This design comes from an exercise in tuning for small area on the open sky130 flow, not from production work. Only simulation tests tie the RTL to the original design; equivalence was not proved.

==> design.v <==
module vg63_loop_law (
    input  wire        clk,
    input  wire        rst,
    input  wire        cfg_we,
    input  wire [6:0]  cfg_addr,
    input  wire [31:0] cfg_wdata,
    input  wire        in_valid,
    output wire        in_ready,
    input  wire [31:0] in_e,
    input  wire [31:0] in_vn,
    input  wire [31:0] in_an,
    output reg         out_valid,
    output wire [31:0] out_y,
    output wire [31:0] out_ye,
    output reg         out_hi,
    output reg         out_lo,
    output reg         out_frozen
);
    localparam signed [30:0] Q30_MAX = 31'sh3FFFFFFF;
    localparam signed [30:0] Q30_MIN = -31'sh40000000;
    localparam [2:0] S_IDLE = 3'd0,
                     S_FWD  = 3'd1,
                     S_OUT1 = 3'd2,
                     S_OUT2 = 3'd3,
                     S_UPD  = 3'd4,
                     S_DONE = 3'd5;
    function [63:0] sat64;
        input signed [65:0] v;
        begin
            if (v > 66'sh0_7FFF_FFFF_FFFF_FFFF)
                sat64 = 64'h7FFF_FFFF_FFFF_FFFF;
            else if (v < -66'sh0_8000_0000_0000_0000)
                sat64 = 64'h8000_0000_0000_0000;
            else
                sat64 = v[63:0];
        end
    endfunction
    function [30:0] rnd_sat30;
        input signed [63:0] v;
        reg signed [64:0] t;
        reg signed [36:0] q;
        begin
            if (v[63])
                t = {v[63], v} + 65'sd134217727;    
            else
                t = {v[63], v} + 65'sd134217728;    
            q = t[64:28];
            if (q > 37'sd1073741823)
                rnd_sat30 = Q30_MAX;
            else if (q < -37'sd1073741824)
                rnd_sat30 = Q30_MIN;
            else
                rnd_sat30 = q[30:0];
        end
    endfunction
    reg signed [30:0] kv, ka, out_min, out_max, slew;
    reg [3:0]  n_sec;
    reg [7:0]  imask;
    wire cfg_sec  = cfg_we && !cfg_addr[6];
    wire cfg_ctrl = cfg_we && cfg_addr == 7'h45;
    always @(posedge clk) begin
        if (rst) begin
            kv      <= 31'sd0;
            ka      <= 31'sd0;
            out_min <= 31'sd0;
            out_max <= 31'sd0;
            slew    <= 31'sd0;
            n_sec   <= 4'd0;
            imask   <= 8'd0;
        end else if (cfg_we) begin
            case (cfg_addr)
                7'h40: kv      <= cfg_wdata[30:0];
                7'h41: ka      <= cfg_wdata[30:0];
                7'h42: out_min <= cfg_wdata[30:0];
                7'h43: out_max <= cfg_wdata[30:0];
                7'h44: slew    <= cfg_wdata[30:0];
                7'h45: begin
                    n_sec <= cfg_wdata[3:0];
                    imask <= cfg_wdata[15:8];
                end
                default: ;
            endcase
        end
    end
    reg [2:0] state;
    reg [2:0] k;           
    reg signed [30:0] x_in, vn, an;
    reg signed [30:0] y_law;    
    reg signed [30:0] y_e;      
    wire signed [30:0] b0_w [0:7];
    wire signed [30:0] b1_w [0:7];
    wire signed [30:0] b2_w [0:7];
    wire signed [30:0] a1_w [0:7];
    wire signed [30:0] a2_w [0:7];
    wire signed [63:0] s1_w [0:7];
    wire signed [63:0] s2_w [0:7];
    wire signed [30:0] x_w  [0:7];
    wire signed [30:0] y_w  [0:7];
    wire signed [30:0] fwd_x    = (k == 3'd0) ? x_in : y_w[k - 3'd1];
    wire signed [61:0] fwd_prod = b0_w[k] * fwd_x;
    wire signed [65:0] fwd_sum  = fwd_prod + s1_w[k];
    wire signed [30:0] fwd_y    = rnd_sat30(sat64(fwd_sum));
    wire signed [30:0] m1_a = (state == S_OUT1) ? kv : b1_w[k];
    wire signed [30:0] m1_b = (state == S_OUT1) ? vn : x_w[k];
    wire signed [30:0] m2_a = (state == S_OUT1) ? ka : a1_w[k];
    wire signed [30:0] m2_b = (state == S_OUT1) ? an : y_w[k];
    wire signed [61:0] upd_p1 = m1_a * m1_b;
    wire signed [61:0] upd_p2 = m2_a * m2_b;
    wire signed [61:0] upd_p3 = b2_w[k] * x_w[k];
    wire signed [61:0] upd_p4 = a2_w[k] * y_w[k];
    wire signed [63:0] upd_s1 = sat64(upd_p1 - upd_p2 + s2_w[k]);
    wire signed [63:0] upd_s2 = sat64(upd_p3 - upd_p4);
    reg  g_zero, g_neg;
    wire gx_pos = !g_zero && (x_w[k] != 31'sd0) && (g_neg == x_w[k][30]);
    wire gx_neg = !g_zero && (x_w[k] != 31'sd0) && (g_neg != x_w[k][30]);
    wire freeze = imask[k] && ((out_hi && gx_pos) || (out_lo && gx_neg));
    genvar g;
    generate
        for (g = 0; g < 8; g = g + 1) begin : sec
            reg signed [30:0] b0, b1, b2, a1, a2;
            reg signed [63:0] s1, s2;
            reg signed [30:0] x, y;
            always @(posedge clk) begin
                if (rst) begin
                    b0 <= 31'sd0;
                    b1 <= 31'sd0;
                    b2 <= 31'sd0;
                    a1 <= 31'sd0;
                    a2 <= 31'sd0;
                end else if (cfg_sec && cfg_addr[5:3] == g) begin
                    case (cfg_addr[2:0])
                        3'd0: b0 <= cfg_wdata[30:0];
                        3'd1: b1 <= cfg_wdata[30:0];
                        3'd2: b2 <= cfg_wdata[30:0];
                        3'd3: a1 <= cfg_wdata[30:0];
                        3'd4: a2 <= cfg_wdata[30:0];
                        default: ;
                    endcase
                end
            end
            always @(posedge clk) begin
                if (rst || cfg_ctrl) begin
                    s1 <= 64'sd0;
                    s2 <= 64'sd0;
                end else if (state == S_UPD && k == g && !freeze) begin
                    s1 <= upd_s1;
                    s2 <= upd_s2;
                end
            end
            always @(posedge clk) begin
                if (state == S_FWD && k == g) begin
                    x <= fwd_x;
                    y <= fwd_y;
                end
            end
            assign b0_w[g] = b0;
            assign b1_w[g] = b1;
            assign b2_w[g] = b2;
            assign a1_w[g] = a1;
            assign a2_w[g] = a2;
            assign s1_w[g] = s1;
            assign s2_w[g] = s2;
            assign x_w[g]  = x;
            assign y_w[g]  = y;
        end
    endgenerate
    wire [2:0]         last   = n_sec[2:0] - 3'd1;
    wire signed [63:0] law_c   = $signed({{5{y_w[last][30]}}, y_w[last], 28'd0});
    wire signed [63:0] law_sum = law_c + upd_p1 + upd_p2;
    wire signed [30:0] law_y   = rnd_sat30(law_sum);
    wire signed [30:0] y_lim = (y_law < out_min) ? out_min :
                               (y_law > out_max) ? out_max : y_law;
    wire signed [31:0] d_slew = y_lim - y_e;
    wire signed [31:0] d_clip = (d_slew < -slew) ? -slew :
                                (d_slew >  slew) ?  slew : d_slew;
    wire signed [30:0] y_emit = (slew == 31'sd0) ? y_lim : y_e + $signed(d_clip[30:0]);
    assign in_ready = (state == S_IDLE);
    assign out_y    = {y_law[30], y_law};
    assign out_ye   = {y_e[30], y_e};
    always @(posedge clk) begin
        if (rst) begin
            state      <= S_IDLE;
            k          <= 3'd0;
            out_valid  <= 1'b0;
            out_hi     <= 1'b0;
            out_lo     <= 1'b0;
            out_frozen <= 1'b0;
            g_zero     <= 1'b0;
            g_neg      <= 1'b0;
            x_in       <= 31'sd0;
            vn         <= 31'sd0;
            an         <= 31'sd0;
            y_law      <= 31'sd0;
            y_e        <= 31'sd0;
        end else begin
            out_valid <= 1'b0;
            if (cfg_ctrl)
                y_e <= 31'sd0;
            case (state)
                S_IDLE: begin
                    if (in_valid) begin
                        x_in  <= in_e[30:0];
                        vn    <= in_vn[30:0];
                        an    <= in_an[30:0];
                        k     <= 3'd0;
                        state <= S_FWD;
                    end
                end
                S_FWD: begin
                    if (k == last)
                        state <= S_OUT1;
                    else
                        k <= k + 3'd1;
                end
                S_OUT1: begin
                    y_law <= law_y;
                    state <= S_OUT2;
                end
                S_OUT2: begin
                    y_e        <= y_emit;
                    out_hi     <= (y_emit < y_lim) || (y_law >= out_max);
                    out_lo     <= (y_emit > y_lim) || (y_law <= out_min);
                    out_frozen <= 1'b0;
                    g_zero     <= 1'b0;
                    g_neg      <= 1'b0;
                    k          <= last;
                    state      <= S_UPD;
                end
                S_UPD: begin
                    if (freeze)
                        out_frozen <= 1'b1;
                    g_zero <= g_zero || (b0_w[k] == 31'sd0);
                    g_neg  <= g_neg ^ b0_w[k][30];
                    if (k == 3'd0) begin
                        out_valid <= 1'b1;
                        state     <= S_DONE;
                    end else begin
                        k <= k - 3'd1;
                    end
                end
                default: begin    
                    state <= S_IDLE;
                end
            endcase
        end
    end
endmodule
==> run.sh <==
#!/bin/bash
# synth_recipe.tcl (not shown) runs the flow's synth.tcl, then flattens the netlist and writes it again
# the make line also repeats each setting of config.mk as NAME=value (left out here)
make -C /OpenROAD-flow-scripts/flow DESIGN_CONFIG=/design/flow/config.mk WORK_HOME=/design/flow/orfs CLKGATE_MAP_FILE= SYNTH_SCRIPT=/design/flow/synth_recipe.tcl finish
==> config.mk <==
export PLATFORM = sky130hd
export DESIGN_NAME = vg63_loop_law
export DESIGN_NICKNAME = vg63_loop_law
export VERILOG_FILES = /design/flow/design.v
export SDC_FILE = /design/flow/constraint.sdc
export NUM_CORES = 8
export LEC_CHECK = 0
export CAP_MARGIN = 20
export CORE_MARGIN = 2
export CORE_UTILIZATION = 25
export PLACE_DENSITY = 0.5
export SLEW_MARGIN = 20
==> constraint.sdc <==
create_clock -name core_clock -period 18.0 [get_ports {clk}]
set_input_delay 3.6000 -clock core_clock [delete_from_list [all_inputs] [get_ports {clk}]]
set_output_delay 3.6000 -clock core_clock [all_outputs]
set_load 0.01 [all_outputs]
==> results.txt <==
==> metrics by stage <==
| stage | cells | worst slack, ps | setup TNS (ps) | util, % | hold WS, ps |
|---|---|---|---|---|---|
| 2_1_floorplan | 37100 | 2550 | 0 | - | 420 |
| 3_3_place_gp | 53400 | 600 | 0 | 27.2 | 428 |
| 3_5_place_dp | 53400 | 533 | 0 | 27.2 | 438 |
| 4_1_cts | 54000 | 377 | 0 | 28.1 | 451 |
| 5_1_grt | 54000 | -8.68 | -17.8 | 28.1 | 463 |
| 6_report | 54000 | 432 | 0 | 28.1 | 450 |
==> path summary, 6_finish.rpt <==
path                start            end  cells after the start
min          sec[6].s1[4]   sec[6].s1[4]                      2
min reg2reg  sec[6].s1[4]   sec[6].s1[4]                      2
max reg2reg          k[1]  sec[3].s1[25]                     52
max                  k[1]  sec[3].s1[25]                     52
==> synth_stat cells (all sizes together), types with 312 or more instances <==
cell / number
clkbuf: 2104
fa: 5497
mux2: 595
nand2: 7740
a222oi: 383
edfxtp: 496
inv: 5784
a21o: 312
ha: 1346
o21ai: 1174
dfxtp: 2597
a21oi: 2531
nor2: 3017
nand4: 321
xnor2: 339
==> layer usage <==
metal	wire length, um	up-vias	GRT usage (%)
met5	782	-	0.228
met4	101000	58	12.5
met3	118000	2330	4.46
met2	619000	10400	33.3
met1	547000	135000	26.5
li1	-	115000	-
==> sequential cells by signal, summed over array words and instances (netlist names), 8 cells and up <==
signal and flops:
kv 31, y_e 31, sec.x 248, sec.b1 248
out_min 31, sec.b2 248, sec.b0 248, y_law 31
sec.s1 512, sec.a2 248, slew 31, sec.s2 512
out_max 31, ka 31, an 31, sec.a1 248
vn 31, sec.y 248, imask 8, x_in 31
==> cell families (layout without fill, tap and decap cells) <==
family,after synthesis,in the layout
AND/OR/NAND/NOR,12200,12200
buffers and inverters,8090,7792
adder cells (fa/ha/maj),6858,6858
AO/OA/AOI/OAI,5720,5720
flip-flops,3093,3093
multiplexers,701,701
XOR/XNOR,490,490
other,0,55
==> critical path, delay by kind of cell, from the launching register on <==
family | cells | cell delay, ps
xor gates and xnor gates | 2 | 940
adders and majority gates | 13 | 6330
AOI/OAI and AO/OA | 17 | 4530
and+or+nand+nor | 10 | 2580
buffers and inverters | 10 | 2470
DFF | 1 | 330
==> final cells by class <==
type,count,area [um2]
Tap cell,17100,21400
Inverter,5787,21700
Multi-Input combinational cell,26000,227000
Timing Repair Buffer,1394,11700
Clock inverter,118,1330
Sequential cell,3093,66900
Clock buffer,493,10000
Antenna cell,55,138
Fill cell,138000,922000
==> what timing repair did <==
item / CTS / global route
setup endpoints to repair: 0 / 32
hold buffers: 0 / 0
gates resized for setup: 0 / 7
setup buffers: 0 / 4
==> results_dict.tcl <==
set metrics [dict create \
    status "timing/DRC/antenna clean" \
    worst_slew_margin_rel_pct 12.0 \
    clock_tree.buffer_depth 5 \
    synthMuxAreaShare_pct 2.42 \
    routability_congestion 0.970 \
    ant_nets 0 \
    pin_count_of_the_biggest_net_entering_global_routing 155 \
    timing.critical_path.required_ps 18920 \
    dp_hpwl_mm 1060 \
    numCtsBuffers 356 \
    via_count_of_the_first_global_routing_pass 264000 \
    yosysSeqAreaShare_pct 20.8 \
    path_class "reg2reg" \
    crit_path_max_incr_delay_ps 770 \
    synth_nets 44100 \
    clk_pin_slew_worst_paths_ps 70 \
    synth.avg_cell_area_um2 8.65 \
    globalRoute.totalOverflow 0 \
    floorplan.rows 416 \
    die_w_mm 1.14 \
    synth-adder-area-share_pct 39.6 \
    drv.max_cap_violation_count 0 \
    worstSetupStartpointType "register" \
    postSynth.asyncResetShare_pct 0 \
    hold_path.class "reg2reg" \
    area_delta_synth_final_pct 12.2 \
    post_route_cells_drive_above_1_share_pct 7.93 \
    routed_wl_mm 1390 \
    portBuffers 203 \
    postSynthCellCount 37100 \
    num_io_pins 208 \
    synth_ff_type "sky130_fd_sc_hd__dfxtp_1" \
    ys_top_cells_by_area "sky130_fd_sc_hd__fa_1 (34%), sky130_fd_sc_hd__dfxtp_1 (16%), sky130_fd_sc_hd__nand2_1 (9.0%), sky130_fd_sc_hd__inv_1 (6.8%), sky130_fd_sc_hd__ha_1 (5.2%)" \
    place_area_mm2 0.348 \
    vias 263000 \
    timing.fmax_mhz 56.9 \
    avgViaCountPerCell 4.86 \
    routedWlPerCell_um 25.7 \
    timing.clock.skew_ps 144 \
    final_cell_mix "sky130_fd_sc_hd__nand2_1 (7707), sky130_fd_sc_hd__inv_1 (5781), sky130_fd_sc_hd__fa_1 (5497), sky130_fd_sc_hd__nor2_1 (2954), sky130_fd_sc_hd__dfxtp_1 (2596)" \
    drcViolationCount 0 \
    dr.pass1.iters 11 \
    ff2ff_setup_slack_ps 430 \
    slew_viol_final 0 \
    fin_crit_sh_pct 97.6 \
    dieHeight_mm 1.14 \
    htree_levels 5 \
    time_the_final_worst_path_needs_with_i_o_delays_and_setup_ps 17570 \
    synth_cell_type_count 127 \
    postLayoutCellArea_mm2 0.360 \
    post_synth_xor_area_fraction_pct 1.34 \
    synth-compound-area-share_pct 11.0 \
    ys_seq_elements 3093 \
    mostFrequentLayoutCell "sky130_fd_sc_hd__nand2_1" \
    critical_path_sink_type "register" \
    gr-usage-all-layers_pct 21.1 \
    standard_cell_with_the_maximum_stage_delay_on_the_critical_path "sky130_fd_sc_hd__a41oi_4" \
    main_combinational_cell_family_by_area_after_synthesis "adder cells" \
    antenna_violations_before_repair 119 \
    worst_pin_slew_ps 1310 \
    final_net_count 43600 \
    tritoncts "yes" \
    report.final.setup_viol 0 \
    synthDominantCellAreaShare_pct 34.3 \
    synth_simple_gate_area_share_pct 15.4 \
    detailedRoute.firstIterationViolations 26700 \
    core-area_mm2 1.28 \
    crit_arrival_ps 18480 \
    synth_largest_area_cell "sky130_fd_sc_hd__fa_1" \
    wire_length_of_the_first_global_routing_pass_mm 1970 \
    synthesis_warnings 1 \
    worstSkewPairLatency_ps 1110 \
    finalHoldViolations 0 \
    biggest_fanout_along_the_worst_timing_path 51 \
    mappedNetlistArea_mm2 0.321 \
    cts_sinks 3093 \
    initial_standard_cell_utilization_of_the_core_pct 25.1 \
    fp.dieArea_mm2 1.29 \
    clock-root-buffer "sky130_fd_sc_hd__clkbuf_16" \
    cp_common_cell "sky130_fd_sc_hd__fa_1" \
    synth-edff-count 496 \
]

static timing again, ports no longer ideal:
Ports are ideal in the flow. The routed layout listed here was re-timed in OpenROAD. Step 1 assumes that a clkbuf_16 drives the clock port and a buf_2 every other input. Step 2 also shifts input and output timing later by t, the mid clock arrival at the registers, as if the neighbouring blocks saw the same clock. Slacks: ideal / step 1 / step 2; pairs: ideal / step 1.
shift t [ns]: 1.175
slack for setup (ns): 0.432 / 0.432 / 0.432
clock arrival spread, ns: 0.151 / 0.151
After both steps setup and hold are still met in this run. For this run, drivers alone change the setup slack by 0.000 ns; drivers and shift together by 0.000 ns.
